Source: an optimization exercise on an open RTL-to-GDS flow (aim: small area, a short achievable clock period and few clock cycles per item). Production flows keep margins and buffers that such runs may drop.
Where RTL was checked, it was by simulation tests only, not by an equivalence proof against the original.
No functional check of the RTL was part of runs 1 and 2.
Power figures rest on the tool's default switching activity, not on a simulated workload.

===== design/flow/flow/run.sh =====
#!/bin/bash
# Standard ORFS layout (the standard.sh) with the port buffers placed as
# buf_2 cells instead of the smallest buffer-like cell.
set -euo pipefail
export BUFFER_PORTS_ARGS="-buffer_cell sky130_fd_sc_hd__buf_2"
bash standard.sh SETUP_SLACK_MARGIN=5.4 finish > standard.log 2>&1

===== design/flow/standard.sh =====
#!/bin/bash
# synth_recipe.tcl (not shown) runs the flow's synth.tcl, then flattens the netlist and writes it again
# the make line also repeats each setting of config.mk as NAME=value (left out here)
make -C /OpenROAD-flow-scripts/flow DESIGN_CONFIG=/design/flow/config.mk WORK_HOME=/design/flow/orfs CLKGATE_MAP_FILE= SYNTH_SCRIPT=/design/flow/synth_recipe.tcl "${@:-finish}"

===== design/flow/config.mk =====
export PLATFORM = sky130hd
export DESIGN_NAME = str_rebuild
export DESIGN_NICKNAME = str_rebuild
export VERILOG_FILES = /design/flow/design.v
export SDC_FILE = /design/flow/constraint.sdc
export NUM_CORES = 4
export LEC_CHECK = 0
export ABC_AREA = 1
export CAP_MARGIN = 20
export CORE_MARGIN = 2
export CORE_UTILIZATION = 50
export CTS_CLUSTER_DIAMETER = 60
export CTS_CLUSTER_SIZE = 30
export PLACE_DENSITY = 0.65
export SETUP_SLACK_MARGIN = 5
export SLEW_MARGIN = 20

===== design/flow/constraint.sdc =====
create_clock -name core_clock -period 8.0 [get_ports {clk}]
set_input_delay 1.6000 -clock core_clock [delete_from_list [all_inputs] [get_ports {clk}]]
set_output_delay 1.6000 -clock core_clock [all_outputs]
set_load 0.01 [all_outputs]

===== design/flow/design.v =====
module str_rebuild (
  input         clk,
  input         rst,
  input         in_valid,
  output        in_ready,
  input  [31:0] in_data,
  input  [31:0] in_mask,
  output        out_valid,
  input         out_ready,
  output [1:0]  out_n,
  output [4:0]  out_role_a,
  output [31:0] out_data_a,
  output [4:0]  out_role_b,
  output [31:0] out_data_b
);
  function [7:0] gf_mul(input [7:0] a, input [7:0] b);
    integer i;
    reg [7:0] p, t;
    begin
      p = 8'h00;
      t = a;
      for (i = 0; i < 8; i = i + 1) begin
        if (b[i]) p = p ^ t;
        t = {t[6:0], 1'b0} ^ (t[7] ? 8'h1D : 8'h00);
      end
      gf_mul = p;
    end
  endfunction
  function [7:0] gf_div2(input [7:0] a);
    gf_div2 = {1'b0, a[7:1]} ^ (a[0] ? 8'h8E : 8'h00);
  endfunction
  function [7:0] apow(input [4:0] k);
    reg [31:0] t0, t1, t2, t3, t4, t5, t6, t7;
    begin
      t0 = 32'h03A47101;
      t1 = 32'h0748E202;
      t2 = 32'h0D35B504;
      t3 = 32'h19CF1B08;
      t4 = 32'h303A4710;
      t5 = 32'h60748E20;
      t6 = 32'hC0E91C40;
      t7 = 32'h81D23880;
      apow = {t7[k], t6[k], t5[k], t4[k], t3[k], t2[k], t1[k], t0[k]};
    end
  endfunction
  function [7:0] ainv(input [4:0] k);
    reg [31:0] t0, t1, t2, t3, t4, t5, t6, t7;
    begin
      t0 = 32'h09FE178D;
      t1 = 32'h84FF0BC6;
      t2 = 32'h4B81926E;
      t3 = 32'h2C3EDEBA;
      t4 = 32'h9FE178D0;
      t5 = 32'h4FF0BC68;
      t6 = 32'h27F85E34;
      t7 = 32'h13FC2F1A;
      ainv = {t7[k], t6[k], t5[k], t4[k], t3[k], t2[k], t1[k], t0[k]};
    end
  endfunction
  function [7:0] wtab(input [4:0] k);
    reg [31:0] t0, t1, t2, t3, t4, t5, t6, t7;
    begin
      t0 = 32'hE029166C;
      t1 = 32'h5F9D8454;
      t2 = 32'h524738EE;
      t3 = 32'hBE228668;
      t4 = 32'hD4D20CDA;
      t5 = 32'h0C7D2F36;
      t6 = 32'hD0BB6CF2;
      t7 = 32'h3EF2F72E;
      wtab = {t7[k], t6[k], t5[k], t4[k], t3[k], t2[k], t1[k], t0[k]};
    end
  endfunction
  reg        rdy_r;
  reg [4:0]  role;
  reg [31:0] mask_r;       
  reg        er_r;
  reg [1:0]  ecnt;
  reg [4:0]  px, py;
  reg [31:0] ps, h;
  reg  first, last;        
  wire accept = in_valid && rdy_r;
  wire drop0  = (role == 5'd1) && mask_r[0];
  wire [4:0] role_n = accept ? role + 5'd1 : role;
  always @(posedge clk) begin
    if (first) begin
      mask_r <= in_mask;
      er_r   <= in_mask[1];
    end else if (accept) begin
      er_r   <= mask_r[role + 5'd1];
    end
  end
  reg [1:0] ecnt_t;
  reg [4:0] px_t, py_t;
  always @(*) begin
    ecnt_t = ecnt;
    px_t   = px;
    py_t   = py;
    if (er_r) begin
      if (ecnt == 2'd0) px_t = role;
      if (ecnt == 2'd1) py_t = role;
      if (ecnt != 2'd3) ecnt_t = ecnt + 2'd1;
    end
  end
  always @(posedge clk) begin
    if (accept) begin
      if (first) begin
        ecnt <= {1'b0, in_mask[0]};
        px   <= 5'd0;
        py   <= 5'd0;
      end else begin
        ecnt <= ecnt_t;
        px   <= px_t;
        py   <= py_t;
      end
    end
  end
  wire        clr    = accept && (first || drop0);
  wire        keep_p = accept && (first || (!er_r && !last));
  wire        keep_h = first || !er_r;
  wire [31:0] dp = in_data & {32{keep_p}};
  wire [31:0] dh = in_data & {32{keep_h}};
  wire [31:0] hm = h & {32{!(first || drop0)}};
  integer b;
  always @(posedge clk) begin
    ps <= (ps & {32{!clr}}) ^ dp;
    if (accept && role < 5'd30)
      for (b = 0; b < 4; b = b + 1)
        h[8*b +: 8] <= gf_div2(hm[8*b +: 8]) ^ dh[8*b +: 8];
  end
  reg [31:0] qs;
  always @(*)
    for (b = 0; b < 4; b = b + 1)
      qs[8*b +: 8] = gf_mul(h[8*b +: 8], 8'h30) ^ (er_r ? 8'h00 : in_data[8*b +: 8]);
  reg        busy, ov;
  reg [2:0]  sub;
  reg [4:0]  step;
  reg [1:0]  on_r;
  reg [4:0]  ora, orb;
  reg [31:0] ra, rb;
  reg [7:0]  mo_r;
  wire lden = last && rdy_r;
  wire load = accept && last;
  wire two   = (on_r == 2'd2);
  wire c_pq  = two && (ora == 5'd30);
  wire c_xq  = two && (orb == 5'd31) && !c_pq;
  wire c_xp  = two && (orb == 5'd30);
  wire c_xy  = two && (orb < 5'd30);
  wire c_q   = (on_r == 2'd1) && (ora == 5'd31);
  wire c_one = (on_r == 2'd1) && !c_q;
  wire [2:0] sub_n = (step == 5'd0 || sub == 3'd5) ? 3'd0 : sub + 3'd1;
  reg [7:0] coef_n, coef;
  always @(*) begin
    case (sub_n)
      3'd0:    coef_n = c_xy ? apow(orb) : (c_xq ? apow(ora) : 8'h00);
      3'd2:    coef_n = c_xy ? wtab(orb - ora) : 8'h01;
      default: coef_n = (c_xy || c_xp) ? ainv(ora) : 8'h01;
    endcase
  end
  wire [7:0] a0    = ra[7:0];
  wire [7:0] b0    = rb[7:0];
  wire [7:0] opnd  = (sub == 3'd0) ? a0 : b0;
  wire       sva   = c_xy || c_xp || c_q;
  wire       svb   = c_xy || c_xp;
  wire       keepa = two || c_one;           
  wire       keepb = two;                    
  wire [7:0] va    = sva ? mo_r : (a0 & {8{keepa}});
  wire [7:0] vb    = svb ? (a0 ^ va) : (b0 & {8{keepb}});
  wire [1:0] ecnt_l = ecnt_t;
  wire       many   = (ecnt_l == 2'd3);
  always @(posedge clk) begin
    mo_r <= gf_mul(opnd, coef);
    coef <= coef_n;
  end
  always @(posedge clk) begin
    if (lden) begin
      ra   <= ps;
      rb   <= qs;
      on_r <= ecnt_l;
      ora  <= many ? 5'd0 : px_t;
      orb  <= many ? 5'd0 : py_t;
    end else if (busy) begin
      if (sub == 3'd5) begin
        ra <= {va, ra[31:8]};
        rb <= {vb, rb[31:8]};
      end else if (sub == 3'd1) begin
        rb[7:0] <= b0 ^ mo_r;
      end else if (sub == 3'd3) begin
        rb[7:0] <= mo_r;
      end
    end
  end
  wire done   = busy && (step == 5'd24);
  wire ov_n   = done || (ov && !out_ready);
  wire busy_n = load || (busy && !done);
  always @(posedge clk) begin
    if (rst) begin
      role  <= 5'd0;
      first <= 1'b1;
      last  <= 1'b0;
      busy  <= 1'b0;
      ov    <= 1'b0;
      rdy_r <= 1'b1;
    end else begin
      role  <= role_n;
      first <= (role_n == 5'd0);
      last  <= (role_n == 5'd31);
      busy  <= busy_n;
      ov    <= ov_n;
      rdy_r <= !((role_n == 5'd31) && (busy_n || ov_n));
    end
    if (load) begin
      step <= 5'd0;
      sub  <= 3'd0;
    end else if (busy) begin
      step <= step + 5'd1;
      sub  <= sub_n;
    end
  end
  assign in_ready   = rdy_r;
  assign out_valid  = ov;
  assign out_n      = on_r;
  assign out_role_a = ora;
  assign out_data_a = ra;
  assign out_role_b = orb;
  assign out_data_b = rb;
endmodule

==> results of run 1 <==
==> routing by layer <==
| layer | up-vias | global-route usage |
|---|---|---|
| met4 | 4 | 0.100 |
| met1 | 6128 | 0.380 |
| met2 | 496 | 0.450 |
| met5 | - | 0 |
| met3 | 104 | 0.0493 |
| li1 | 6507 | - |
==> synthesized netlist by cell type, types with 3 or more instances <==
cell type,n
buf_4,4
inv_1,154
o211ai_1,20
clkinv_1,6
xor2_1,151
o21bai_1,3
edfxtp_1,153
nand3_1,84
dfxtp_1,66
clkbuf_1,56
o311ai_0,4
buf_1,7
nand3b_1,6
mux2i_1,4
buf_2,5
a31oi_1,18
o31ai_1,6
o21ai_1,6
nand2_2,9
nand2_1,608
xnor2_1,49
a221o_1,3
o22ai_1,7
inv_2,3
nor2_1,157
nand4_1,7
o32ai_1,5
a22oi_1,3
o21ai_0,116
a21oi_1,63
nor3_1,12
o221ai_1,8
ha_1,29
==> per-stage QoR <==
stage / util / hold slack (ns) / instance area, um2
final: 0.617 / 0.482 / 17200
after floorplan: - / 0.452 / 14300
after global placement: 0.546 / 0.467 / 15200
after global routing: 0.617 / 0.493 / 17200
after CTS: 0.598 / 0.484 / 16700
after detailed placement: 0.546 / 0.471 / 15200
==> power breakdown <==
group / internal (mW) / switching (mW) / total, mW
Sequential: 1.37 / 0.133 / 1.50
Clock: 0.648 / 0.531 / 1.18
Combinational: 0.353 / 0.533 / 0.887
==> cells in the final DEF (no fill, tap or decap), drive strengths merged, types with 18 or more instances in the layout <==
cell type and instances:
a21oi 64, a31oi 18, buf 249, clkbuf 29, dfxtp 66, edfxtp 153
ha 29, inv 168, nand2 619, nand3 85, nor2 157, o211ai 20
o21ai 124, xnor2 49, xor2 153
==> final timing paths <==
check             slack [ns]   start  depth (start not counted)              to
setup / recovery        5.19  rb[30]                          1  out_data_b[30]
hold / removal          0.48  ps[23]                          2          ps[23]
setup reg to reg        5.47  orb[1]                         14         coef[2]
hold reg to reg         0.48  ps[23]                          2          ps[23]
==> repair_timing <==
item / CTS / global route
setup endpoints to repair: 187 / 167
cloned: 1 / 0
gates resized for setup: 34 / 60
pin swaps: 2 / 6
hold buffers: 0 / 0
setup buffers: 63 / 36
==> area by class of cell <==
cell class	count	area, um2
Fill cell	2542	10700
Multi-Input combinational cell	1405	7730
Sequential cell	219	5930
Timing Repair Buffer	250	1600
Clock buffer	28	647
Inverter	163	638
Tap cell	378	473
Clock inverter	18	204
Timing Repair inverter	1	7.51
Antenna cell	1	2.50
==> cell families (layout without fill, tap and decap cells) <==
| family | count (synthesis) | count (layout) | share of synthesized area |
|---|---|---|---|
| other cells | 0 | 1 | 0 |
| fa+ha+maj | 30 | 30 | 0.0269 |
| simple gates | 893 | 893 | 0.251 |
| xor+xnor | 202 | 202 | 0.125 |
| mux | 5 | 5 | 0.00360 |
| buf+inv | 237 | 460 | 0.0645 |
| flops | 219 | 219 | 0.415 |
| compound gates | 275 | 275 | 0.114 |
==> registers in the layout, indices dropped and copies added (netlist names), 8 cells and up <==
signal,count
rb,32
mo_r,8
coef,8
h,32
ps,32
mask_r,32
ra,32
==> flow_summary.yaml, run 1 <==
power:
  p_leak_nw: 7.67
  fin_total_pwr_mw: 3.57
  peakVddDrop_mv: 0.186
  power.density_nw_per_um2: 207
timing:
  rsz0062_at_grt: "yes"
  max_slew_margin: 0.413
  slew_violations: 0
  worst_slew_pin_slew_ns: 0.881
  fmax_ghz: 0.356
  tns_ns: 0
  worst_slack_ns: 5.19
  hold_violations: 0
  skew_ns: 0.0199
  setup_violations: 0
  period_share: 0.351
  fin_crit_ns: 2.81
global_routing:
  grt_pass1_wl_um: 67600
  first_global_vias: 12400
  antenna_found_initial: 3
  track_usage: 0.280
  grt_max_degree: 83
  gr-total-overflow: 0
detailed_routing:
  drt-met1-wl_um: 18700
  top_layer: "met5"
  drtPass1Iterations: 5
  dr_wl_met2_um: 19800
  vias_per_cell: 5.38
  drt_iter0_markers: 1160
  num_vias: 13200
  wl_per_cell_um: 17.4
  wirelength_um: 42900
  ant_nets: 0
  drc: 0
  wl_met3_um: 3010
critical_path:
  crit_required_ns: 6.40
  worst-setup-path-type: "reg2out"
  crit_slowest_cell: "edfxtp_1"
  timing.critical_path.buf_inv: 1
  cp.arrival_ns: 1.21
  path_cells: "buf_2"
  crit_path_end_kind: "output pin"
  startpoint_type: "flop"
  cp_top_family: "flip-flops"
  critical_path.max_stage_delay_ns: 0.49
  path_max_fanout: 2
synthesis:
  syn_avg_cell_area_um2: 7.66
  syn-cell-area_um2: 14200
  synth_nets: 1959
  postSynth.asyncResetShare: 0
  ys_warn_count: 1
  synth_edf_count: 153
  netlist_instances: 1861
  synth_top_area_cell: "edfxtp_1"
  synth.area.top_cells: "edfxtp_1 (32%), nand2_1 (16%), xor2_1 (9.3%)"
  ys_seq_area_frac: 0.415
  synth.top_cell.area_share: 0.322
  ys.flop_type: "edfxtp_1"
  synth_cell_types: 55
  synth-seq-cells: 219
finish:
  fin_cells: 2463
  num-nets-final: 2163
  drive_gt1_frac: 0.182
  syn2layout_area_growth_pct: 20.9
floorplanning:
  die_area_um2: 29900
  die_w_um: 173
  coreArea_um2: 27900
  ios: 146
  die_y_um: 173
  initial_utilization: 0.510
  num_rows: 61
clocking:
  cts_htree_levels: 1
  clock_latency_ns: 0.54
  root_buffer: "clkbuf_16"
  path_clk_slew_ns: 0.07
  cts.path.max_buffers: 3
  clock_sinks: 219
  tritoncts: "yes"
  numCtsBuffers: 25
placed_design:
  dp_cells: 2316
  dp_slack_ns: 4.21
  port_buffers: 145
  hpwl_um: 30100
  gp_congestion: 0.922
job:
  cap_violations: 0
min_path:
  min_path_type: "reg2reg"
status:
  status: "finished clean"
==> inputs of run 2 (changes only) <==
==> design/flow/flow/run.sh (replaced) <==
#!/bin/bash
# Standard ORFS layout (the standard.sh) with the port buffers placed as
# buf_1 cells instead of the smallest buffer-like cell.
set -euo pipefail
export BUFFER_PORTS_ARGS="-buffer_cell sky130_fd_sc_hd__buf_1"
bash standard.sh > standard.log 2>&1
==> flow_summary.yaml, run 2 <==
detailed_routing:
  drtPass1Iterations: 10
  ant_nets: 0
  num_vias: 13000
  wl_per_cell_um: 17.3
  wirelength_um: 41300
  vias_per_cell: 5.45
  drt_iter0_markers: 1357
  drc: 0
synthesis:
  syn_avg_cell_area_um2: 7.66
  syn-cell-area_um2: 14200
  synth-seq-cells: 219
  synth_top_area_cell: "edfxtp_1"
  yosysMostFrequentCell: "nand2_1"
  synth_edf_count: 153
  synth_top_family_by_area: "simple AND/OR/NAND/NOR gates"
  synth_common_cells: "nand2_1 (608), nor2_1 (157), inv_1 (154), edfxtp_1 (153), xor2_1 (151)"
  ys.flop_type: "edfxtp_1"
  postSynth.asyncResetShare: 0
  synth.area.top_cells: "edfxtp_1 (32%), nand2_1 (16%), xor2_1 (9.3%)"
  synth_cell_types: 55
  synth_nets: 1959
  synth.top_cell.area_share: 0.322
  netlist_instances: 1861
  synthMuxAreaShare: 0.00360
  synth_xor_area_frac: 0.125
  ys_seq_area_frac: 0.415
  synth_fa_ha_area_frac: 0.0269
  synth-simple-area-share: 0.251
  synth-compound-area-share: 0.114
  ys_warn_count: 1
power:
  peakVddDrop_mv: 0.230
  fin_total_pwr_mw: 3.54
  p_leak_nw: 6.86
  power.density_nw_per_um2: 220
critical_path:
  crit_required_ns: 6.40
  critical_path.max_stage_delay_ns: 0.62
  cp.arrival_ns: 1.37
  timing.critical_path.buf_inv: 1
  cp_top_family: "flip-flops"
  crit_slowest_cell: "edfxtp_1"
  worst-setup-path-type: "reg2out"
  crit_path_end_kind: "output pin"
  path_cells: "buf_1"
  path_max_fanout: 12
  startpoint_type: "flop"
finish:
  final_cell_mix: "nand2_1 (602), nor2_1 (154), edfxtp_1 (153), inv_1 (152), xor2_1 (150)"
  final_common_cell: "nand2_1"
  num-nets-final: 2080
  antenna_cells: 0
  postLayoutCellArea_um2: 16100
  syn2layout_area_growth_pct: 13.2
  fin_cells: 2378
  drive_gt1_frac: 0.0570
placed_design:
  dp_slack_ns: 4.19
  port_buffers: 145
  place_area_um2: 15000
  hpwl_um: 30000
  dp_cells: 2316
  gp_congestion: 0.916
clocking:
  clock_latency_ns: 0.55
  numCtsBuffers: 24
  root_buffer: "clkbuf_16"
  cts.path.max_buffers: 3
  clock_sinks: 219
  holdBufCountCts: 0
  path_clk_slew_ns: 0.08
  tritoncts: "yes"
  cts_htree_levels: 1
floorplanning:
  initial_utilization: 0.510
  die_y_um: 173
  die_area_um2: 29900
  die_w_um: 173
  coreArea_um2: 27900
  ios: 146
  num_rows: 61
timing:
  worst_slack_ns: 5.03
  max_slew_margin: 0.382
  period_share: 0.371
  rsz0062_at_grt: "no"
  skew_ns: 0.0321
  worst_slew_pin_slew_ns: 0.927
  slew_violations: 0
  setup_violations: 0
  tns_ns: 0
  hold_violations: 0
  fin_crit_ns: 2.97
  fmax_ghz: 0.337
min_path:
  min_path_type: "reg2reg"
global_routing:
  grt_max_degree: 84
  first_global_vias: 12200
  grt_pass1_wl_um: 65200
  track_usage: 0.269
  antenna_found_initial: 2
  gr-total-overflow: 0
status:
  status: "finished clean"
job:
  cap_violations: 0
==> run 2: cell counts after synthesis <==
Identical to the previous run, type by type.
==> run 2: logic make-up after synthesis <==
| family | after synthesis |
|---|---|
| AOI/OAI and AO/OA | 275 |
| xor gates and xnor gates | 202 |
| adders and majority gates | 30 |
| buffers and inverters | 237 |
| DFF | 219 |
| muxes | 5 |
| and+or+nand+nor | 893 |
==> run 2: power breakdown <==
part | switching [mW] | total [mW] | internal (mW) | leakage, nW
clock | 0.536 | 1.17 | 0.638 | 0.418
sequential | 0.129 | 1.50 | 1.37 | 2.01
combinational | 0.529 | 0.866 | 0.337 | 4.43
==> run 2: path summary, 6_finish.rpt <==
| path | from | end | slack (ns) | depth (start not counted) |
|---|---|---|---|---|
| worst min-delay path | step[4] | step[4] | 0.48 | 2 |
| worst min register to register | step[4] | step[4] | 0.48 | 2 |
| worst max-delay path | ora[2] | out_role_a[2] | 5.03 | 1 |
| worst max register to register | ora[0] | coef[1] | 5.23 | 7 |
==> run 2: per-layer routing <==
layer | vias to the layer above | global-route usage | wire length, um
met5 | - | 0 | 19
met4 | 4 | 0.0823 | 1340
li1 | 6334 | - | -
met2 | 543 | 0.440 | 18700
met1 | 5987 | 0.368 | 17900
met3 | 91 | 0.0429 | 3230
==> run 2: per-stage QoR <==
stage / hold slack [ns] / utilization
floorplan: 0.452 / -
global placement: 0.465 / 0.538
detailed placement: 0.471 / 0.539
CTS: 0.485 / 0.573
global route: 0.501 / 0.577
finish: 0.481 / 0.577
==> run 2: final cells by class <==
type,instances,area (um2)
fillers,2648,11800
multi-input cells,1405,7530
flip-flops and latches,219,5920
repair buffers,169,732
clock buffers,27,632
inverters,163,617
well taps,378,473
clock inverters,17,224
==> run 2: timing repair <==
action | in CTS | in global routing
buffers inserted | 8 | 9
gates resized for setup | 11 | 11
pin swaps | 1 | 1
cloned | 0 | 0
endpoints found under the setup margin | 59 | 48
==> inputs of run 3 (changes only) <==
--- a/design/flow/design.v
+++ b/design/flow/design.v
@@ -30,18 +30,4 @@
     gf_div2 = {1'b0, a[7:1]} ^ (a[0] ? 8'h8E : 8'h00);
   endfunction
-  function [7:0] apow(input [4:0] k);
-    reg [31:0] t0, t1, t2, t3, t4, t5, t6, t7;
-    begin
-      t0 = 32'h03A47101;
-      t1 = 32'h0748E202;
-      t2 = 32'h0D35B504;
-      t3 = 32'h19CF1B08;
-      t4 = 32'h303A4710;
-      t5 = 32'h60748E20;
-      t6 = 32'hC0E91C40;
-      t7 = 32'h81D23880;
-      apow = {t7[k], t6[k], t5[k], t4[k], t3[k], t2[k], t1[k], t0[k]};
-    end
-  endfunction
   function [7:0] ainv(input [4:0] k);
     reg [31:0] t0, t1, t2, t3, t4, t5, t6, t7;
@@ -61,5 +47,5 @@
     reg [31:0] t0, t1, t2, t3, t4, t5, t6, t7;
     begin
-      t0 = 32'hE029166C;
+      t0 = 32'h1FD6E992;
       t1 = 32'h5F9D8454;
       t2 = 32'h524738EE;
@@ -150,25 +136,28 @@
   wire c_one = (on_r == 2'd1) && !c_q;
   wire [2:0] sub_n = (step == 5'd0 || sub == 3'd5) ? 3'd0 : sub + 3'd1;
-  reg [7:0] coef_n, coef;
+  wire [4:0] tidx = (sub_n == 3'd0) ? (c_xy ? orb : ora) : ~ora;
+  wire [7:0] tinv = ainv(tidx);
+  reg  [7:0] coef_n, coef;
   always @(*) begin
     case (sub_n)
-      3'd0:    coef_n = c_xy ? apow(orb) : (c_xq ? apow(ora) : 8'h00);
-      3'd2:    coef_n = c_xy ? wtab(orb - ora) : 8'h01;
-      default: coef_n = (c_xy || c_xp) ? ainv(ora) : 8'h01;
+      3'd0:    coef_n = (c_xy || c_xp || c_xq) ? tinv : 8'h01;
+      3'd2:    coef_n = c_xy ? wtab(orb - ora) : (c_xq ? tinv : 8'h01);
+      default: coef_n = c_xq ? 8'hC0 : 8'h01;
     endcase
   end
   wire [7:0] a0    = ra[7:0];
   wire [7:0] b0    = rb[7:0];
-  wire [7:0] opnd  = (sub == 3'd0) ? a0 : b0;
-  wire       sva   = c_xy || c_xp || c_q;
-  wire       svb   = c_xy || c_xp;
+  wire       s1    = c_xy || c_xq;
+  wire       sva   = c_xy || c_xp || c_q;    
+  wire       svb   = c_xy || c_xp;           
+  wire       mvb   = c_xq;                   
   wire       keepa = two || c_one;           
   wire       keepb = two;                    
   wire [7:0] va    = sva ? mo_r : (a0 & {8{keepa}});
-  wire [7:0] vb    = svb ? (a0 ^ va) : (b0 & {8{keepb}});
+  wire [7:0] vb    = svb ? (a0 ^ mo_r) : (mvb ? mo_r : (b0 & {8{keepb}}));
   wire [1:0] ecnt_l = ecnt_t;
   wire       many   = (ecnt_l == 2'd3);
   always @(posedge clk) begin
-    mo_r <= gf_mul(opnd, coef);
+    mo_r <= gf_mul(b0, coef);
     coef <= coef_n;
   end
@@ -185,5 +174,5 @@
         rb <= {vb, rb[31:8]};
       end else if (sub == 3'd1) begin
-        rb[7:0] <= b0 ^ mo_r;
+        rb[7:0] <= mo_r ^ (a0 & {8{s1}});
       end else if (sub == 3'd3) begin
         rb[7:0] <= mo_r;
==> design/flow/flow/run.sh (replaced) <==
#!/bin/bash
# Standard ORFS layout (the standard.sh) with the port buffers placed as
# buf_2 cells instead of the smallest buffer-like cell.
set -euo pipefail
export BUFFER_PORTS_ARGS="-buffer_cell sky130_fd_sc_hd__buf_2"
bash standard.sh > standard.log 2>&1
--- a/design/flow/config.mk
+++ b/design/flow/config.mk
@@ -11,5 +11,5 @@
 export CORE_UTILIZATION = 50
 export CTS_CLUSTER_DIAMETER = 60
-export CTS_CLUSTER_SIZE = 30
+export CTS_CLUSTER_SIZE = 40
 export PLACE_DENSITY = 0.65
 export SETUP_SLACK_MARGIN = 5
==> flow_summary.yaml, run 3 <==
critical_path:
  path_max_fanout: 5
  crit_start: "rb[1]"
  cp_top_family: "flip-flops"
  path_cells: "buf_2"
  crit_slowest_cell: "edfxtp_1"
  timing.critical_path.buf_inv: 1
  cp.arrival_ns: 1.29
  critical_path.max_stage_delay_ns: 0.55
  rrSetupSlack_ns: 5.26
  worst-setup-path-type: "reg2out"
  r2r_cells: 16
  crit_required_ns: 6.40
  startpoint_type: "flop"
  r2r-end: "coef[2]"
  r2r_start: "step[0]"
  crit_path_end_kind: "output pin"
  cp-endpoint: "out_data_b[1]"
  path_depth: 1
timing:
  rsz0062_at_grt: "no"
  period_share: 0.361
  skew_ns: 0.0503
  setup_violations: 0
  hold_violations: 0
  tns_ns: 0
  worst_slew_pin_slew_ns: 0.994
  fmax_ghz: 0.346
  slew_violations: 0
  max_slew_margin: 0.337
  fin_crit_ns: 2.89
synthesis:
  synth_edf_count: 153
  netlist_instances: 1592
  synth_top_family_by_area: "simple AND/OR/NAND/NOR gates"
  yosysMostFrequentCell: "nand2_1"
  syn_avg_cell_area_um2: 8.38
  synth.top_cell.area_share: 0.344
  synth.area.top_cells: "edfxtp_1 (34%), nand2_1 (14%), xor2_1 (11%)"
  synth_nets: 1686
  ys_seq_area_frac: 0.443
  postSynth.asyncResetShare: 0
  synth-seq-cells: 219
  synth-simple-area-share: 0.226
  synth_top_area_cell: "edfxtp_1"
  syn-cell-area_um2: 13300
  ys.flop_type: "edfxtp_1"
  synth_xor_area_frac: 0.164
  synth_common_cells: "nand2_1 (497), xor2_1 (163), edfxtp_1 (153), nor2_1 (110), inv_1 (96)"
  synthMuxAreaShare: 0.00375
  synth-compound-area-share: 0.0855
  synth_cell_types: 51
  synth_fa_ha_area_frac: 0.0249
  ys_warn_count: 1
detailed_routing:
  ant_nets: 0
  vias_per_cell: 5.28
  wirelength_um: 34200
  drt_iter0_markers: 975
  num_vias: 10900
  drtPass1Iterations: 17
  wl_per_cell_um: 16.6
  drc: 0
global_routing:
  antenna_found_initial: 0
  first_global_vias: 10400
  grt_max_degree: 90
  gr-total-overflow: 0
  track_usage: 0.244
  grt_pass1_wl_um: 55100
finish:
  num-nets-final: 1809
  postLayoutCoreUtil: 0.582
  final_cell_mix: "nand2_1 (494), xor2_1 (162), edfxtp_1 (153), buf_2 (145), nor2_1 (108)"
  syn2layout_area_growth_pct: 13.9
  drive_gt1_frac: 0.146
  antenna_cells: 0
  final_common_cell: "nand2_1"
  nFillCells: 2386
job:
  cap_violations: 0
min_path:
  min_path_type: "reg2reg"
  min_from: "ps[7]"
placed_design:
  port_buffers: 145
  gp_congestion: 0.906
  hpwl_um: 25400
power:
  power.density_nw_per_um2: 222
  peakVddDrop_mv: 0.234
  p_leak_nw: 6.49
clocking:
  path_clk_slew_ns: 0.08
  holdBufCountCts: 0
  root_buffer: "clkbuf_16"
  clock_sinks: 219
  cts.path.max_buffers: 3
  tritoncts: "yes"
  clock_latency_ns: 0.55
  cts_htree_levels: 1
  numCtsBuffers: 20
floorplanning:
  initial_utilization: 0.510
  die_area_um2: 28000
  ios: 146
  die_y_um: 167
  coreArea_um2: 26100
  num_rows: 59
  die_w_um: 167
status:
  status: "finished clean"
run 3: layout make-up:
cell class | count | area (um2) | area share
Inverter | 111 | 423 | 0.0278
Clock buffer | 22 | 529 | 0.0348
Clock inverter | 14 | 259 | 0.0170
Timing Repair Buffer | 161 | 863 | 0.0568
Tap cell | 335 | 419 | 0.0276
Multi-Input combinational cell | 1202 | 6790 | 0.447
Sequential cell | 219 | 5920 | 0.389
run 3: cells by family after synthesis:
kind of cell               count (synthesis)
and+or+nand+nor                          733
buffers and inverters                    171
adders and majority gates                 26
xor gates and xnor gates                 245
DFF                                      219
muxes                                      5
AOI/OAI and AO/OA                        193
run 3: where the power goes:
group          switching, mW  internal [mW]
Clock                  0.552          0.545
Sequential             0.127           1.36
Combinational          0.459          0.329
run 3: metrics by stage:
step | setup WS (ns) | cells | area [um2] | power [mW] | hold WS [ns]
after floorplan | 5.02 | 1592 | 13400 | 2.10 | 0.451
after global placement | 4.21 | 2017 | 14300 | 2.27 | 0.464
after detailed placement | 4.13 | 2017 | 14300 | 2.28 | 0.474
after CTS | 5.02 | 2056 | 15100 | 3.38 | 0.485
after global routing | 5.03 | 2064 | 15200 | 3.55 | 0.518
final | 5.11 | 2064 | 15200 | 3.37 | 0.484
run 3: worst min path at each step:
stage	slack (ns)	cells past startpoint	endpoint
after detailed placement	0.47	2	ps[7]
final	0.48	2	ps[7]
after global routing	0.52	2	ps[23]
after floorplan	0.45	2	step[4]
after CTS	0.49	2	ps[7]
after global placement	0.46	2	step[4]
run 3: repair_timing:
action / 4_1_cts / 5_1_grt
endpoints found under the setup margin: 37 / 99
buffers inserted: 3 / 7
gates resized for setup: 2 / 5
run 3: metal layers:
layer | wire [um] | share of wire | vias to the layer above | track usage
li1 | - | - | 5417 | -
met5 | 0 | 0 | - | 0
met2 | 15700 | 0.46 | 360 | 0.396
met3 | 2100 | 0.061 | 62 | 0.0269
met4 | 811 | 0.024 | 0 | 0.0715
met1 | 15600 | 0.46 | 5053 | 0.347
Testbench counts of run 3, summed over its fixed seeds: cycles 61,648, columns 1,920.
==> inputs of run 4 (changes only) <==
--- a/design/flow/config.mk
+++ b/design/flow/config.mk
@@ -10,6 +10,6 @@
 export CORE_MARGIN = 2
 export CORE_UTILIZATION = 50
-export CTS_CLUSTER_DIAMETER = 60
-export CTS_CLUSTER_SIZE = 40
+export CTS_CLUSTER_DIAMETER = 40
+export CTS_CLUSTER_SIZE = 20
 export PLACE_DENSITY = 0.65
 export SETUP_SLACK_MARGIN = 5
==> flow_summary.yaml, run 4 <==
status:
  status: "finished clean"
synthesis:
  syn-cell-area_um2: 13300
  synth_nets: 1686
  synth-seq-cells: 219
  synth.top_cell.area_share: 0.344
  postSynth.asyncResetShare: 0
  synth_top_area_cell: "edfxtp_1"
  ys.flop_type: "edfxtp_1"
  yosysMostFrequentCell: "nand2_1"
  synth_edf_count: 153
  netlist_instances: 1592
  ys_warn_count: 1
  synth_cell_types: 51
  synth.area.top_cells: "edfxtp_1 (34%), nand2_1 (14%), xor2_1 (11%)"
  synth_common_cells: "nand2_1 (497), xor2_1 (163), edfxtp_1 (153), nor2_1 (110), inv_1 (96)"
  ys_seq_area_frac: 0.443
  syn_avg_cell_area_um2: 8.38
detailed_routing:
  vias_per_cell: 5.26
  num_vias: 11000
  ant_nets: 0
  drt_iter0_markers: 779
  wirelength_um: 34400
  wl_per_cell_um: 16.5
  drc: 0
  drtPass1Iterations: 17
floorplanning:
  coreArea_um2: 26100
  ios: 146
  die_w_um: 167
  initial_utilization: 0.510
  num_rows: 59
  die_y_um: 167
  die_area_um2: 28000
placed_design:
  dp_cells: 2017
  hpwl_um: 25400
  port_buffers: 145
  gp_congestion: 0.906
min_path:
  min_path_type: "reg2reg"
clocking:
  cts_htree_levels: 2
  path_clk_slew_ns: 0.05
  numCtsBuffers: 34
  clock_latency_ns: 0.52
  root_buffer: "clkbuf_16"
  clock_sinks: 219
  cts.path.max_buffers: 3
  tritoncts: "yes"
global_routing:
  grt_max_degree: 90
  gr-total-overflow: 0
  antenna_found_initial: 0
  grt_pass1_wl_um: 55600
  first_global_vias: 10600
  track_usage: 0.247
critical_path:
  r2r_cells: 13
  cp-endpoint: "out_data_b[5]"
  worst-setup-path-type: "reg2out"
  crit_slowest_cell: "edfxtp_1"
  crit_required_ns: 6.40
  cp_top_family: "flip-flops"
  r2r-end: "coef[7]"
  timing.critical_path.buf_inv: 1
  path_depth: 1
  startpoint_type: "flop"
  critical_path.max_stage_delay_ns: 0.62
  crit_path_end_kind: "output pin"
  path_cells: "buf_2"
  rrSetupSlack_ns: 5.22
  path_max_fanout: 11
  crit_start: "rb[5]"
  r2r_start: "orb[0]"
  cp.arrival_ns: 1.33
finish:
  final_cell_mix: "nand2_1 (494), xor2_1 (162), edfxtp_1 (153), buf_2 (145), nor2_1 (108)"
  final_common_cell: "nand2_1"
  fin_cells: 2091
  antenna_cells: 0
  syn2layout_area_growth_pct: 16.5
  drive_gt1_frac: 0.156
  num-nets-final: 1824
timing:
  skew_ns: 0.0339
  setup_violations: 0
  worst_slew_pin_slew_ns: 1.01
  max_slew_margin: 0.326
  rsz0062_at_grt: "no"
  slew_violations: 0
  fin_crit_ns: 2.93
  period_share: 0.366
  fmax_ghz: 0.341
  hold_violations: 0
  tns_ns: 0
job:
  cap_violations: 0
power:
  peakVddDrop_mv: 0.168
  power.density_nw_per_um2: 239
  p_leak_nw: 6.66
run 4: cell counts after synthesis:
Identical to the previous run, type by type.
run 4: worst min-delay path by stage:
stage	from	to	slack, ns	depth (start not counted)
floorplan	step[4]	step[4]	0.45	2
global placement	step[4]	step[4]	0.46	2
detailed placement	ps[7]	ps[7]	0.47	2
CTS	ps[7]	ps[7]	0.48	2
global route	ps[23]	ps[23]	0.51	2
finish	ps[7]	ps[7]	0.48	2
run 4: area by class of cell:
class	instances	area, um2
fill	2371	10600
multi-input combinational	1202	6780
sequential	219	5920
clock buffer	39	891
timing repair buffer	162	873
inverter	111	423
tap	335	419
clock inverter	23	236
run 4: kinds of logic after synthesis:
group / count (synthesis) / synth area share
flip-flops: 219 / 0.443
XOR/XNOR: 245 / 0.164
adder cells (fa/ha/maj): 26 / 0.0249
buffers and inverters: 171 / 0.0521
multiplexers: 5 / 0.00375
AND/OR/NAND/NOR: 733 / 0.226
AO/OA/AOI/OAI: 193 / 0.0855
run 4: per-stage QoR:
stage	power, mW	area (um2)	hold WS (ns)	worst slack (ns)	utilization
2_1_floorplan	2.10	13400	0.451	5.02	-
3_3_place_gp	2.27	14300	0.464	4.21	0.546
3_5_place_dp	2.28	14300	0.474	4.13	0.546
4_1_cts	3.74	15400	0.482	5.01	0.590
5_1_grt	3.91	15500	0.514	5.00	0.595
6_report	3.72	15500	0.481	5.07	0.595
run 4: power by group:
| part | switching, mW | internal (mW) |
|---|---|---|
| sequential | 0.128 | 1.36 |
| combinational | 0.460 | 0.330 |
| clock | 0.555 | 0.886 |
run 4: what timing repair did:
action                                 4_1_cts  5_1_grt
buffers inserted                             2        9
hold buffers                                 0        0
gates cloned                                 0        0
setup endpoints to repair                   36       97
endpoints found under the hold margin        0        0
gates resized for setup                      2        4
run 4: routing by layer:
layer | part of all wire | wire [um] | global-route usage | vias to the layer above
li1 | - | - | - | 5462
met1 | 0.45 | 15600 | 0.346 | 5111
met2 | 0.46 | 15800 | 0.397 | 374
met3 | 0.064 | 2190 | 0.0373 | 61
met4 | 0.026 | 879 | 0.0798 | 0
met5 | 0 | 0 | 0 | -
==> inputs of run 5 (changes only) <==
--- a/design/flow/config.mk
+++ b/design/flow/config.mk
@@ -10,6 +10,6 @@
 export CORE_MARGIN = 2
 export CORE_UTILIZATION = 50
-export CTS_CLUSTER_DIAMETER = 40
-export CTS_CLUSTER_SIZE = 20
+export CTS_CLUSTER_DIAMETER = 60
+export CTS_CLUSTER_SIZE = 30
 export PLACE_DENSITY = 0.65
 export SETUP_SLACK_MARGIN = 5
==> flow_summary.yaml, run 5 <==
critical_path:
  path_max_fanout: 5
  startpoint_type: "flop"
  crit_slowest_cell: "edfxtp_1"
  crit_path_end_kind: "output pin"
  cp.arrival_ns: 1.29
  path_cells: "buf_2"
  crit_required_ns: 6.40
  cp_top_family: "flip-flops"
  worst-setup-path-type: "reg2out"
  timing.critical_path.buf_inv: 1
  critical_path.max_stage_delay_ns: 0.55
placed_design:
  hpwl_um: 25400
  port_buffers: 145
  place_area_um2: 14300
  gp_congestion: 0.906
global_routing:
  grt_max_degree: 90
  first_global_vias: 10400
  track_usage: 0.244
  gr-total-overflow: 0
  antenna_found_initial: 0
  grt_pass1_wl_um: 55100
finish:
  final_common_cell: "nand2_1"
  drive_gt1_frac: 0.146
  num-nets-final: 1809
  postLayoutCellArea_um2: 15200
  syn2layout_area_growth_pct: 13.9
  antenna_cells: 0
  final_cell_mix: "nand2_1 (494), xor2_1 (162), edfxtp_1 (153), buf_2 (145), nor2_1 (108)"
clocking:
  holdBufCountCts: 0
  tritoncts: "yes"
  path_clk_slew_ns: 0.08
  cts_htree_levels: 1
  numCtsBuffers: 20
  clock_latency_ns: 0.55
  cts.path.max_buffers: 3
  clock_sinks: 219
  root_buffer: "clkbuf_16"
synthesis:
  synth-seq-cells: 219
  yosysMostFrequentCell: "nand2_1"
  ys.flop_type: "edfxtp_1"
  synth_edf_count: 153
  synth_top_area_cell: "edfxtp_1"
  synth_nets: 1686
  ys_seq_area_frac: 0.443
  synth_cell_types: 51
  postSynth.asyncResetShare: 0
  syn-cell-area_um2: 13300
  synth.top_cell.area_share: 0.344
  ys_warn_count: 1
  syn_avg_cell_area_um2: 8.38
  netlist_instances: 1592
  synth.area.top_cells: "edfxtp_1 (34%), nand2_1 (14%), xor2_1 (11%)"
  synth_common_cells: "nand2_1 (497), xor2_1 (163), edfxtp_1 (153), nor2_1 (110), inv_1 (96)"
power:
  p_sw_frac: 0.338
  combPwrFrac: 0.234
  pwr-share-seq: 0.441
  clkPwrFrac: 0.326
  power.density_nw_per_um2: 222
  power.switching_mw: 1.14
  p_leak_nw: 6.49
  peakVddDrop_mv: 0.234
  p_int_mw: 2.23
timing:
  hold_violations: 0
  worst_slew_pin_slew_ns: 0.994
  slew_violations: 0
  period_share: 0.361
  setup_violations: 0
  fmax_ghz: 0.346
  max_slew_margin: 0.337
  tns_ns: 0
  fin_crit_ns: 2.89
  hold_slack_ns: 0.484
  skew_ns: 0.0503
  rsz0062_at_grt: "no"
detailed_routing:
  vias_per_cell: 5.28
  drtPass1Iterations: 17
  num_vias: 10900
  wl_per_cell_um: 16.6
  drc: 0
  drt_iter0_markers: 975
  ant_nets: 0
  wirelength_um: 34200
floorplanning:
  die_y_um: 167
  initial_utilization: 0.510
  num_rows: 59
  die_area_um2: 28000
  coreArea_um2: 26100
  ios: 146
  die_w_um: 167
min_path:
  min_path_type: "reg2reg"
status:
  status: "finished clean"
job:
  cap_violations: 0
run 5: cells by family (layout without fill, tap and decap cells):
logic type                 after synthesis  after routing  synth area share
muxes                                    5              5           0.00375
adders and majority gates               26             26            0.0249
DFF                                    219            219             0.443
AOI/OAI and AO/OA                      193            193            0.0855
xor gates and xnor gates               245            245             0.164
and+or+nand+nor                        733            733             0.226
buffers and inverters                  171            308            0.0521
run 5: area by class of cell:
type | instances | area (um2)
Clock buffer | 22 | 529
Inverter | 111 | 423
Timing Repair Buffer | 161 | 863
Sequential cell | 219 | 5920
Fill cell | 2386 | 10900
Clock inverter | 14 | 259
Tap cell | 335 | 419
Multi-Input combinational cell | 1202 | 6790
run 5: per-layer routing:
metal	track usage	up-vias	wire (um)	part of all wire
li1	-	5417	-	-
met1	0.347	5053	15600	0.46
met2	0.396	360	15700	0.46
met3	0.0269	62	2100	0.061
met4	0.0715	0	811	0.024
met5	0	-	0	0
run 5: what timing repair did:
action | 4_1_cts | 5_1_grt
gates resized for setup | 2 | 5
setup endpoints to repair | 37 | 99
setup buffers | 3 | 7
run 5: worst paths after layout:
path                 from            end  slack [ns]  cells past startpoint
setup / recovery    rb[1]  out_data_b[1]        5.11                      1
hold / removal      ps[7]          ps[7]        0.48                      2
setup reg to reg  step[0]        coef[2]        5.26                     16
hold reg to reg     ps[7]          ps[7]        0.48                      2
run 5: per-stage QoR:
stage	utilization	worst slack (ns)	cells	power (mW)
floorplan	-	5.02	1592	2.10
global placement	0.546	4.21	2017	2.27
global route	0.582	5.03	2064	3.55
CTS	0.578	5.02	2056	3.38
detailed placement	0.546	4.13	2017	2.28
finish	0.582	5.11	2064	3.37
run 5: tightest hold or removal path, delay by kind of cell, from the launching register on:
family                    cells  cell delay [ns]
xor gates and xnor gates      1             0.06
DFF                           1             0.31
and+or+nand+nor               1             0.07
run 5: power groups by stage:
stage	clock [mW]	sequential, mW	combinational (mW)
finish	1.10	1.48	0.788
global route	1.16	1.50	0.891
CTS	1.12	1.48	0.782
detailed placement	0	1.51	0.778
global placement	0	1.51	0.766
floorplan	0	1.45	0.651
==> inputs of run 6 (changes only) <==
==> design/flow/flow/run.sh (replaced) <==
#!/bin/bash
# Standard ORFS layout (the standard.sh) with two changes: the port
# buffers are buf_2 cells instead of the smallest buffer-like cell, and the
# clock tree is built without sink clustering (two clkbuf_16 levels).
set -euo pipefail
export BUFFER_PORTS_ARGS="-buffer_cell sky130_fd_sc_hd__buf_2"
export CTS_ARGS="-repair_clock_nets"
bash standard.sh > standard.log 2>&1
==> flow_summary.yaml, run 6 <==
synthesis:
  synth.area.top_cells: "edfxtp_1 (34%), nand2_1 (14%), xor2_1 (11%)"
  synth-seq-cells: 219
  synth_nets: 1686
  synth_common_cells: "nand2_1 (497), xor2_1 (163), edfxtp_1 (153), nor2_1 (110), inv_1 (96)"
  synth.top_cell.area_share: 0.344
  ys_warn_count: 1
  yosysMostFrequentCell: "nand2_1"
  synth_edf_count: 153
  synth_top_area_cell: "edfxtp_1"
  synth_cell_types: 51
  postSynth.asyncResetShare: 0
  syn_avg_cell_area_um2: 8.38
  ys.flop_type: "edfxtp_1"
  syn-cell-area_um2: 13300
  ys_seq_area_frac: 0.443
  netlist_instances: 1592
finish:
  drive_gt1_frac: 0.144
  syn2layout_area_growth_pct: 12.3
  final_common_cell: "nand2_1"
  postLayoutCellArea_um2: 15000
  num-nets-final: 1805
  final_cell_mix: "nand2_1 (494), xor2_1 (162), edfxtp_1 (153), buf_2 (145), nor2_1 (108)"
  nFillCells: 2435
  antenna_cells: 0
status:
  status: "finished clean"
global_routing:
  grt_pass1_wl_um: 54500
  antenna_found_initial: 0
  track_usage: 0.245
  grt_max_degree: 90
  gr-total-overflow: 0
  first_global_vias: 10300
detailed_routing:
  ant_nets: 0
  drc: 0
  wl_per_cell_um: 16.5
  drtPass1Iterations: 17
  drt_iter0_markers: 917
  vias_per_cell: 5.29
  num_vias: 10900
  wirelength_um: 33900
critical_path:
  critical_path.max_stage_delay_ns: 0.65
  cp_top_family: "flip-flops"
  crit_path_end_kind: "output pin"
  path_cells: "buf_2"
  timing.critical_path.buf_inv: 1
  cp.arrival_ns: 1.31
  crit_required_ns: 6.40
  crit_slowest_cell: "edfxtp_1"
  worst-setup-path-type: "reg2out"
  startpoint_type: "flop"
  path_max_fanout: 10
clocking:
  tritoncts: "yes"
  clock_latency_ns: 0.44
  root_buffer: "clkbuf_16"
  cts_htree_levels: 4
  numCtsBuffers: 17
  clock_sinks: 219
  cts.path.max_buffers: 2
  path_clk_slew_ns: 0.07
floorplanning:
  ios: 146
  die_w_um: 167
  die_y_um: 167
  die_area_um2: 28000
  num_rows: 59
  initial_utilization: 0.510
  coreArea_um2: 26100
timing:
  hold_slack_ns: 0.484
  period_share: 0.363
  rsz0062_at_grt: "no"
  max_slew_margin: 0.335
  tns_ns: 0
  hold_violations: 0
  fin_crit_ns: 2.91
  skew_ns: 0.0173
  setup_violations: 0
  fmax_ghz: 0.344
  worst_slew_pin_slew_ns: 0.997
  slew_violations: 0
placed_design:
  gp_congestion: 0.906
  place_area_um2: 14300
  port_buffers: 145
  hpwl_um: 25400
job:
  cap_violations: 0
power:
  fin_total_pwr_mw: 3.14
  peakVddDrop_mv: 0.136
  p_leak_nw: 6.40
  power.density_nw_per_um2: 209
min_path:
  min_path_type: "reg2reg"
run 6: what timing repair did:
item                       CTS  global route
resized for setup            3             4
buffers inserted             0             9
hold buffers                 0             0
setup endpoints to repair   34            86
run 6: layout make-up:
type                            instances  area [um2]  share of cell area
Clock inverter                         15         155              0.0104
Inverter                              111         423              0.0282
Multi-Input combinational cell       1202        6790               0.453
Clock buffer                           17         425              0.0284
Sequential cell                       219        5920               0.395
Timing Repair Buffer                  160         858              0.0573
Tap cell                              335         419              0.0280
run 6: final timing paths:
kind	from	end	slack [ns]	cells past startpoint
hold / removal	ps[7]	ps[7]	0.48	2
setup reg to reg	step[0]	coef[2]	5.26	16
hold reg to reg	ps[7]	ps[7]	0.48	2
setup / recovery	rb[6]	out_data_b[6]	5.09	1
run 6: logic make-up (layout without fill, tap and decap cells):
family	Yosys count	count (layout)	share of synthesized area
AOI/OAI and AO/OA	193	193	0.0855
and+or+nand+nor	733	733	0.226
DFF	219	219	0.443
xor gates and xnor gates	245	245	0.164
buffers and inverters	171	303	0.0521
muxes	5	5	0.00375
adders and majority gates	26	26	0.0249
run 6: per-stage QoR:
| stage | instances | utilization | setup WS [ns] |
|---|---|---|---|
| 2_1_floorplan | 1592 | - | 5.02 |
| 3_3_place_gp | 2017 | 0.546 | 4.21 |
| 3_5_place_dp | 2017 | 0.546 | 4.13 |
| 4_1_cts | 2049 | 0.569 | 5.01 |
| 5_1_grt | 2059 | 0.573 | 5.01 |
| 6_report | 2059 | 0.573 | 5.09 |
run 6: power breakdown:
part / switching (mW) / internal [mW] / leakage, nW
clock network: 0.444 / 0.417 / 0.282
logic: 0.460 / 0.330 / 4.11
registers: 0.128 / 1.36 / 2.01
total: 1.03 / 2.10 / 6.40
run 6: per-layer routing:
layer | GRT usage | routed length, um | up-vias
met5 | 0 | 0 | -
li1 | - | - | 5416
met4 | 0.0715 | 716 | 0
met2 | 0.397 | 15700 | 347
met1 | 0.346 | 15500 | 5083
met3 | 0.0303 | 1950 | 52
==> inputs of run 7 (changes only) <==
--- a/design/flow/flow/run.sh
+++ b/design/flow/flow/run.sh
@@ -6,3 +6,3 @@
 export BUFFER_PORTS_ARGS="-buffer_cell sky130_fd_sc_hd__buf_2"
 export CTS_ARGS="-repair_clock_nets"
-bash standard.sh > standard.log 2>&1
+bash standard.sh SETUP_SLACK_MARGIN=5.15 finish > standard.log 2>&1
==> flow_summary.yaml, run 7 <==
status:
  status: "finished clean"
detailed_routing:
  ant_nets: 0
  wirelength_um: 34800
  vias_per_cell: 5.30
  drtPass1Iterations: 17
  drc: 0
  drt_iter0_markers: 972
  wl_per_cell_um: 17.0
  num_vias: 10900
critical_path:
  cp_top_family: "flip-flops"
  r2r_start: "sub[0]"
  crit_path_end_kind: "output pin"
  startpoint_type: "flop"
  crit_start: "rb[2]"
  timing.critical_path.buf_inv: 1
  crit_required_ns: 6.40
  cp.arrival_ns: 1.19
  rrSetupSlack_ns: 5.35
  path_depth: 1
  r2r_cells: 13
  r2r-end: "coef[2]"
  critical_path.max_stage_delay_ns: 0.55
  path_max_fanout: 5
  worst-setup-path-type: "reg2out"
  cp-endpoint: "out_data_b[2]"
  path_cells: "buf_2"
  crit_slowest_cell: "edfxtp_1"
finish:
  nFillCells: 2427
  antenna_cells: 0
  seqCellArea_um2: 5920
  num-nets-final: 1800
  drive_gt1_frac: 0.144
  syn2layout_area_growth_pct: 12.1
  postLayoutCellArea_um2: 15000
  fin_cells: 2054
  final_common_cell: "nand2_1"
  final_cell_mix: "nand2_1 (491), xor2_1 (162), edfxtp_1 (153), buf_2 (145), nor2_1 (108)"
  postLayoutCoreUtil: 0.572
  multi_input_area_um2: 6800
timing:
  worst_slew_pin_slew_ns: 0.869
  fmax_ghz: 0.358
  skew_ns: 0.0186
  period_share: 0.349
  tns_ns: 0
  hold_violations: 0
  hold_slack_ns: 0.484
  fin_crit_ns: 2.79
  setup_violations: 0
  worst_slack_ns: 5.21
  slew_violations: 0
  rsz0062_at_grt: "yes"
  max_slew_margin: 0.421
synthesis:
  synth-seq-cells: 219
  ys_seq_area_frac: 0.443
  netlist_instances: 1592
  synth_nets: 1686
  postSynth.asyncResetShare: 0
  ys_warn_count: 1
  yosysMostFrequentCell: "nand2_1"
  synth_common_cells: "nand2_1 (497), xor2_1 (163), edfxtp_1 (153), nor2_1 (110), inv_1 (96)"
  syn-cell-area_um2: 13300
  synth_top_area_cell: "edfxtp_1"
  syn_avg_cell_area_um2: 8.38
  synth_edf_count: 153
  synth.area.top_cells: "edfxtp_1 (34%), nand2_1 (14%), xor2_1 (11%)"
  synth.top_cell.area_share: 0.344
  ys.flop_type: "edfxtp_1"
  synth_cell_types: 51
clocking:
  cts_htree_levels: 4
  clock_latency_ns: 0.45
  tritoncts: "yes"
  root_buffer: "clkbuf_16"
  path_clk_slew_ns: 0.08
  clock_sinks: 219
  numCtsBuffers: 17
  cts.path.max_buffers: 2
power:
  fin_total_pwr_mw: 3.16
  p_int_mw: 2.11
  p_sw_frac: 0.334
  p_leak_nw: 6.37
  pwr-share-seq: 0.469
  power.density_nw_per_um2: 211
  combPwrFrac: 0.248
  peakVddDrop_mv: 0.160
  power.switching_mw: 1.06
  clkPwrFrac: 0.283
placed_design:
  gp_congestion: 0.877
  port_buffers: 145
  dp_cells: 2018
  place_area_um2: 14300
  hpwl_um: 25700
  dp_slack_ns: 4.32
min_path:
  min_path_type: "reg2reg"
  min_from: "ps[7]"
floorplanning:
  num_rows: 59
  ios: 146
  coreArea_um2: 26100
  die_w_um: 167
  initial_utilization: 0.510
  die_area_um2: 28000
  die_y_um: 167
global_routing:
  top_usage_layer: "met2"
  grtUsageMet1: 0.352
  first_global_vias: 10400
  grt_max_degree: 90
  use_met2: 0.408
  gr-total-overflow: 0
  grt_pass1_wl_um: 56200
  met3_usage: 0.0352
  antenna_found_initial: 0
  track_usage: 0.254
job:
  cap_violations: 0
[run 7: cell types whose count changed in the layout (fill, tap and decap cells not counted), sizes merged]
cell	delta
clkinvlp	-1
buf	-5
inv	+4
clkbuf	+1
clkinv	-4
[run 7: final cells by class]
class / count / area share
Tap cell: 335 / 0.0280
Timing Repair Buffer: 155 / 0.0535
Inverter: 111 / 0.0284
Clock buffer: 18 / 0.0287
Sequential cell: 219 / 0.396
Clock inverter: 14 / 0.0109
Multi-Input combinational cell: 1202 / 0.455
[run 7: worst min path at each step]
| stage | to | cells past startpoint |
|---|---|---|
| after floorplan | step[4] | 2 |
| after global placement | step[4] | 2 |
| after detailed placement | ps[7] | 2 |
| after CTS | ps[7] | 2 |
| after global routing | ps[27] | 2 |
| final | ps[7] | 2 |
[run 7: worst reg2reg max path, cell delays in order, from the launching register on]
cell	delay [ns]
dfxtp_1	0.37
ha_1	0.25
nand2_2	0.27
nand3_4	0.18
nand2_4	0.17
nand2_1	0.08
nand2_2	0.19
inv_2	0.12
ha_1	0.36
or2_1	0.26
nand2_1	0.07
nand3_1	0.09
nand3_1	0.09
nand2_1	0.05
[run 7: timing repair]
| item | in CTS | in global routing |
|---|---|---|
| resized for setup | 4 | 7 |
| endpoints found under the setup margin | 105 | 67 |
| endpoints found under the hold margin | 0 | 0 |
| buffers inserted | 4 | 0 |
| pin swaps | 0 | 0 |
| hold buffers | 0 | 0 |
[run 7: logic make-up (layout without fill, tap and decap cells)]
kind of cell	after synthesis	count (layout)	share of synthesized area
AOI/OAI and AO/OA	193	193	0.0855
muxes	5	5	0.00375
and+or+nand+nor	733	733	0.226
DFF	219	219	0.443
buffers and inverters	171	298	0.0521
xor gates and xnor gates	245	245	0.164
adders and majority gates	26	26	0.0249
[run 7: power by group through the flow]
stage	Clock [mW]	Combinational [mW]	Sequential [mW]
after floorplan	0	0.651	1.45
after global placement	0	0.765	1.50
after detailed placement	0	0.778	1.51
after CTS	0.909	0.786	1.48
after global routing	0.950	0.887	1.50
final	0.894	0.784	1.48
[run 7: layer usage]
layer  vias to the layer above  routed length (um)
li1                       5400                   -
met1                      5060               15500
met2                       367               16000
met3                        57                2270
met4                         0                1080
met5                         -                   0
==> inputs of run 8 (changes only) <==
--- a/design/flow/flow/run.sh
+++ b/design/flow/flow/run.sh
@@ -6,3 +6,3 @@
 export BUFFER_PORTS_ARGS="-buffer_cell sky130_fd_sc_hd__buf_2"
 export CTS_ARGS="-repair_clock_nets"
-bash standard.sh SETUP_SLACK_MARGIN=5.15 finish > standard.log 2>&1
+bash standard.sh SETUP_SLACK_MARGIN=5.25 finish > standard.log 2>&1
==> flow_summary.yaml, run 8 <==
detailed_routing:
  wirelength_um: 35100
  num_vias: 11000
  drtPass1Iterations: 17
  drt_iter0_markers: 1061
  vias_per_cell: 5.31
  drc: 0
  ant_nets: 0
  wl_per_cell_um: 17.0
critical_path:
  crit_slowest_cell: "edfxtp_1"
  crit_path_end_kind: "output pin"
  path_depth: 1
  critical_path.max_stage_delay_ns: 0.51
  worst-setup-path-type: "reg2out"
  r2r_cells: 6
  path_max_fanout: 2
  cp.arrival_ns: 1.14
  startpoint_type: "flop"
  cp_top_family: "flip-flops"
  path_cells: "buf_2"
  r2r_start: "role[0]"
  cp-endpoint: "out_data_a[24]"
  rrSetupSlack_ns: 5.45
  timing.critical_path.buf_inv: 1
  r2r-end: "h[29]"
  crit_start: "ra[24]"
  crit_required_ns: 6.40
power:
  p_leak_nw: 6.45
  clkPwrFrac: 0.283
  p_sw_frac: 0.334
  peakVddDrop_mv: 0.159
  pwr-share-seq: 0.469
  power.density_nw_per_um2: 210
  p_int_mw: 2.11
  combPwrFrac: 0.249
  fin_total_pwr_mw: 3.17
  power.switching_mw: 1.06
timing:
  setup_violations: 0
  worst_slack_ns: 5.26
  skew_ns: 0.0191
  max_slew_margin: 0.420
  tns_ns: 0
  rsz0062_at_grt: "yes"
  hold_violations: 0
  slew_violations: 0
  period_share: 0.343
  fin_crit_ns: 2.74
  fmax_ghz: 0.365
  worst_slew_pin_slew_ns: 0.870
floorplanning:
  die_w_um: 167
  ios: 146
  initial_utilization: 0.510
  die_area_um2: 28000
  die_y_um: 167
  coreArea_um2: 26100
  num_rows: 59
clocking:
  holdBufCountCts: 0
  clock_latency_ns: 0.45
  root_buffer: "clkbuf_16"
  cts_htree_levels: 4
  numCtsBuffers: 17
  path_clk_slew_ns: 0.08
  cts.path.max_buffers: 2
  clock_sinks: 219
  tritoncts: "yes"
synthesis:
  synth_nets: 1686
  netlist_instances: 1592
  syn_avg_cell_area_um2: 8.38
  synth_common_cells: "nand2_1 (497), xor2_1 (163), edfxtp_1 (153), nor2_1 (110), inv_1 (96)"
  synth.area.top_cells: "edfxtp_1 (34%), nand2_1 (14%), xor2_1 (11%)"
  postSynth.asyncResetShare: 0
  synth-seq-cells: 219
  yosysMostFrequentCell: "nand2_1"
  synth.top_cell.area_share: 0.344
  syn-cell-area_um2: 13300
  synth_cell_types: 51
  ys_seq_area_frac: 0.443
  synth_top_area_cell: "edfxtp_1"
  ys.flop_type: "edfxtp_1"
  ys_warn_count: 1
  synth_edf_count: 153
finish:
  antenna_cells: 0
  fin_cells: 2069
  nFillCells: 2411
  num-nets-final: 1815
  drive_gt1_frac: 0.153
  postLayoutCoreUtil: 0.578
  final_common_cell: "nand2_1"
  final_cell_mix: "nand2_1 (491), xor2_1 (162), edfxtp_1 (153), buf_2 (145), nor2_1 (107)"
  syn2layout_area_growth_pct: 13.2
placed_design:
  dp_cells: 2018
  gp_congestion: 0.877
  dp_slack_ns: 4.32
  hpwl_um: 25700
  port_buffers: 145
global_routing:
  use_met2: 0.410
  grtUsageMet1: 0.353
  grt_pass1_wl_um: 56500
  met3_usage: 0.0385
  grt_max_degree: 90
  top_usage_layer: "met2"
  antenna_found_initial: 2
  gr-total-overflow: 0
  first_global_vias: 10500
  track_usage: 0.255
min_path:
  min_path_type: "reg2reg"
  hold_path_depth: 2
  min_from: "ps[7]"
status:
  status: "finished clean"
job:
  cap_violations: 0
-- run 8: cell counts after synthesis --
No cell type changed its count.
-- run 8: per-stage QoR --
stage	area [um2]	hold slack [ns]
after global placement	14300	0.466
after CTS	15000	0.487
after floorplan	13400	0.451
final	15100	0.485
after detailed placement	14300	0.474
after global routing	15100	0.499
-- run 8: cell type report --
cell class,count,area [um2],area share
inverter,111,429,0.0284
clock inverter,14,163,0.0108
clock buffer,18,429,0.0284
timing repair buffer,170,917,0.0607
sequential,219,5920,0.392
multi-input combinational,1202,6830,0.452
tap,335,419,0.0278
-- run 8: cells by family after synthesis --
group / synth area share
and+or+nand+nor: 0.226
xor gates and xnor gates: 0.164
DFF: 0.443
AOI/OAI and AO/OA: 0.0855
buffers and inverters: 0.0521
adders and majority gates: 0.0249
muxes: 0.00375
-- run 8: per-layer routing --
layer | up-vias | routed length [um]
met1 | 5104 | 15600
met3 | 64 | 2280
met4 | 2 | 1070
met2 | 393 | 16100
li1 | 5431 | -
met5 | - | 18
-- run 8: repair_timing --
action                                  CTS  global route
endpoints found under the setup margin  115           127
resized for setup                         5            13
pin swaps                                 0             1
gates cloned                              0             0
setup buffers                            15             4
-- run 8: how the worst min path moves through the flow --
stage | end | slack (ns)
2_1_floorplan | step[4] | 0.45
3_3_place_gp | step[4] | 0.47
3_5_place_dp | ps[7] | 0.47
4_1_cts | ps[7] | 0.49
5_1_grt | ps[27] | 0.50
6_report | ps[7] | 0.48
-- run 8: power by group through the flow --
stage	combinational, mW	sequential, mW	clock (mW)
3_5_place_dp	0.778	1.51	0
6_report	0.788	1.48	0.896
2_1_floorplan	0.651	1.45	0
3_3_place_gp	0.765	1.50	0
5_1_grt	0.890	1.50	0.951
4_1_cts	0.786	1.48	0.909
==> inputs of run 9 (changes only) <==
--- a/design/flow/flow/run.sh
+++ b/design/flow/flow/run.sh
@@ -6,3 +6,3 @@
 export BUFFER_PORTS_ARGS="-buffer_cell sky130_fd_sc_hd__buf_2"
 export CTS_ARGS="-repair_clock_nets"
-bash standard.sh SETUP_SLACK_MARGIN=5.25 finish > standard.log 2>&1
+bash standard.sh SETUP_SLACK_MARGIN=5.35 finish > standard.log 2>&1
==> flow_summary.yaml, run 9 <==
critical_path:
  cp_top_family: "flip-flops"
  path_max_fanout: 2
  crit_start: "ra[24]"
  worst-setup-path-type: "reg2out"
  path_cells: "buf_2"
  cp.arrival_ns: 1.12
  crit_slowest_cell: "edfxtp_1"
  critical_path.max_stage_delay_ns: 0.49
  crit_required_ns: 6.40
  startpoint_type: "flop"
  r2r_start: "orb[0]"
  timing.critical_path.buf_inv: 1
  crit_path_end_kind: "output pin"
timing:
  fin_crit_ns: 2.72
  rsz0062_at_grt: "yes"
  setup_violations: 0
  period_share: 0.339
  fmax_ghz: 0.368
  slew_violations: 0
  hold_violations: 0
  skew_ns: 0.0241
  worst_slack_ns: 5.28
  max_slew_margin: 0.454
  tns_ns: 0
  worst_slew_pin_slew_ns: 0.819
power:
  power.density_nw_per_um2: 208
  peakVddDrop_mv: 0.176
  fin_total_pwr_mw: 3.22
  p_leak_nw: 6.68
detailed_routing:
  vias_per_cell: 5.33
  wl_per_cell_um: 16.7
  ant_nets: 0
  wirelength_um: 35200
  drt_iter0_markers: 1029
  drtPass1Iterations: 16
  drc: 0
  num_vias: 11300
synthesis:
  synth.area.top_cells: "edfxtp_1 (34%), nand2_1 (14%), xor2_1 (11%)"
  ys.flop_type: "edfxtp_1"
  synth.top_cell.area_share: 0.344
  synth_edf_count: 153
  ys_warn_count: 1
  synth_top_area_cell: "edfxtp_1"
  netlist_instances: 1592
  synth_cell_types: 51
  yosysMostFrequentCell: "nand2_1"
  syn_avg_cell_area_um2: 8.38
  ys_seq_area_frac: 0.443
  synth_nets: 1686
  synth-seq-cells: 219
  syn-cell-area_um2: 13300
  synth_common_cells: "nand2_1 (497), xor2_1 (163), edfxtp_1 (153), nor2_1 (110), inv_1 (96)"
  postSynth.asyncResetShare: 0
placed_design:
  gp_congestion: 0.894
  port_buffers: 145
  hpwl_um: 25600
  dp_slack_ns: 4.41
  place_area_um2: 14300
clocking:
  cts.path.max_buffers: 2
  holdBufCountCts: 0
  clock_latency_ns: 0.45
  numCtsBuffers: 17
  clock_sinks: 219
  path_clk_slew_ns: 0.08
  tritoncts: "yes"
  root_buffer: "clkbuf_16"
  cts_htree_levels: 4
floorplanning:
  die_w_um: 167
  die_area_um2: 28000
  coreArea_um2: 26100
  die_y_um: 167
  ios: 146
  initial_utilization: 0.510
  num_rows: 59
finish:
  final_cell_mix: "nand2_1 (488), xor2_1 (162), edfxtp_1 (153), buf_2 (143), nor2_1 (106)"
  syn2layout_area_growth_pct: 16.4
  drive_gt1_frac: 0.179
  multi_input_area_um2: 6880
  num-nets-final: 1859
  postLayoutCellArea_um2: 15500
  postLayoutCoreUtil: 0.594
  nFillCells: 2407
  seqCellArea_um2: 5920
  final_common_cell: "nand2_1"
global_routing:
  track_usage: 0.253
  first_global_vias: 10600
  antenna_found_initial: 1
  grt_pass1_wl_um: 56200
  gr-total-overflow: 0
  grt_max_degree: 90
min_path:
  min_from: "ps[31]"
  min_path_type: "reg2reg"
status:
  status: "finished clean"
job:
  cap_violations: 0
## run 9: worst paths after layout
path,depth (start not counted),slack [ns],to
worst max register to register,13,5.50,coef[7]
worst max-delay path,1,5.28,out_data_a[24]
worst min-delay path,2,0.49,ps[31]
worst min register to register,2,0.49,ps[31]
## run 9: metrics by stage
| step | hold slack [ns] | cells |
|---|---|---|
| floorplan | 0.451 | 1592 |
| global route | 0.500 | 2113 |
| finish | 0.486 | 2114 |
| CTS | 0.488 | 2091 |
| detailed placement | 0.476 | 2018 |
| global placement | 0.466 | 2018 |
## run 9: repair_timing
| item | 4_1_cts | 5_1_grt |
|---|---|---|
| setup endpoints to repair | 103 | 128 |
| pin swaps | 0 | 7 |
| gates resized for setup | 7 | 26 |
| setup buffers | 41 | 22 |
## run 9: kinds of logic (layout without fill, tap and decap cells)
family,after synthesis,count (layout),share of synthesized area
other,0,1,0
DFF,219,219,0.443
muxes,5,5,0.00375
adders and majority gates,26,26,0.0249
AOI/OAI and AO/OA,193,193,0.0855
buffers and inverters,171,357,0.0521
xor gates and xnor gates,245,245,0.164
and+or+nand+nor,733,733,0.226
## run 9: area by class of cell
cell class                      instances  area share
Multi-Input combinational cell       1202       0.443
Sequential cell                       219       0.381
Inverter                              111      0.0276
Antenna cell                            1    0.000161
Timing Repair Buffer                  214      0.0811
Clock buffer                           18      0.0276
Clock inverter                         14      0.0126
Tap cell                              335      0.0270
## run 9: report_power, final
part	switching [mW]	total, mW	internal, mW
Combinational	0.468	0.800	0.332
Clock	0.453	0.937	0.484
Sequential	0.129	1.49	1.36
Total	1.05	3.22	2.17
## run 9: routing by layer
layer,part of all wire,vias up,GRT usage
li1,-,5520,-
met1,0.44,5317,0.347
met2,0.47,382,0.418
met3,0.068,47,0.0362
met4,0.020,0,0.0749
met5,0,-,0

[separate check: timing with driven ports]
In the flow no input, the clock included, has a driving cell. The finished layouts below were timed again as built, in two steps.
Step 1 assumes that a clkbuf_16 drives the clock port and a buf_2 every other input.
Step 2 times the ports against the registers' clock, not the clock port: input delays grow and output delays shrink by t, the midpoint of the rising clock arrivals with the driver on.
a / b / c = ideal ports / drivers / drivers and shift; a / b = the first two.
| run | t (ns) | setup slack, ns |
|---|---|---|
| run 1 | 0.573 | 5.189 / 5.140 / 4.990 |
| run 2 | 0.587 | 5.033 / 4.981 / 4.636 |
| run 3 | 0.570 | 5.112 / 5.064 / 4.874 |
| run 4 | 0.553 | 5.069 / 5.019 / 4.843 |
| run 5 | 0.570 | 5.112 / 5.064 / 4.874 |
| run 6 | 0.482 | 5.092 / 5.044 / 4.848 |
| run 7 | 0.489 | 5.208 / 5.159 / 4.910 |
| run 8 | 0.490 | 5.259 / 5.210 / 5.014 |
| run 9 | 0.483 | 5.285 / 5.239 / 4.962 |
After both steps setup and hold are still met in every run listed.
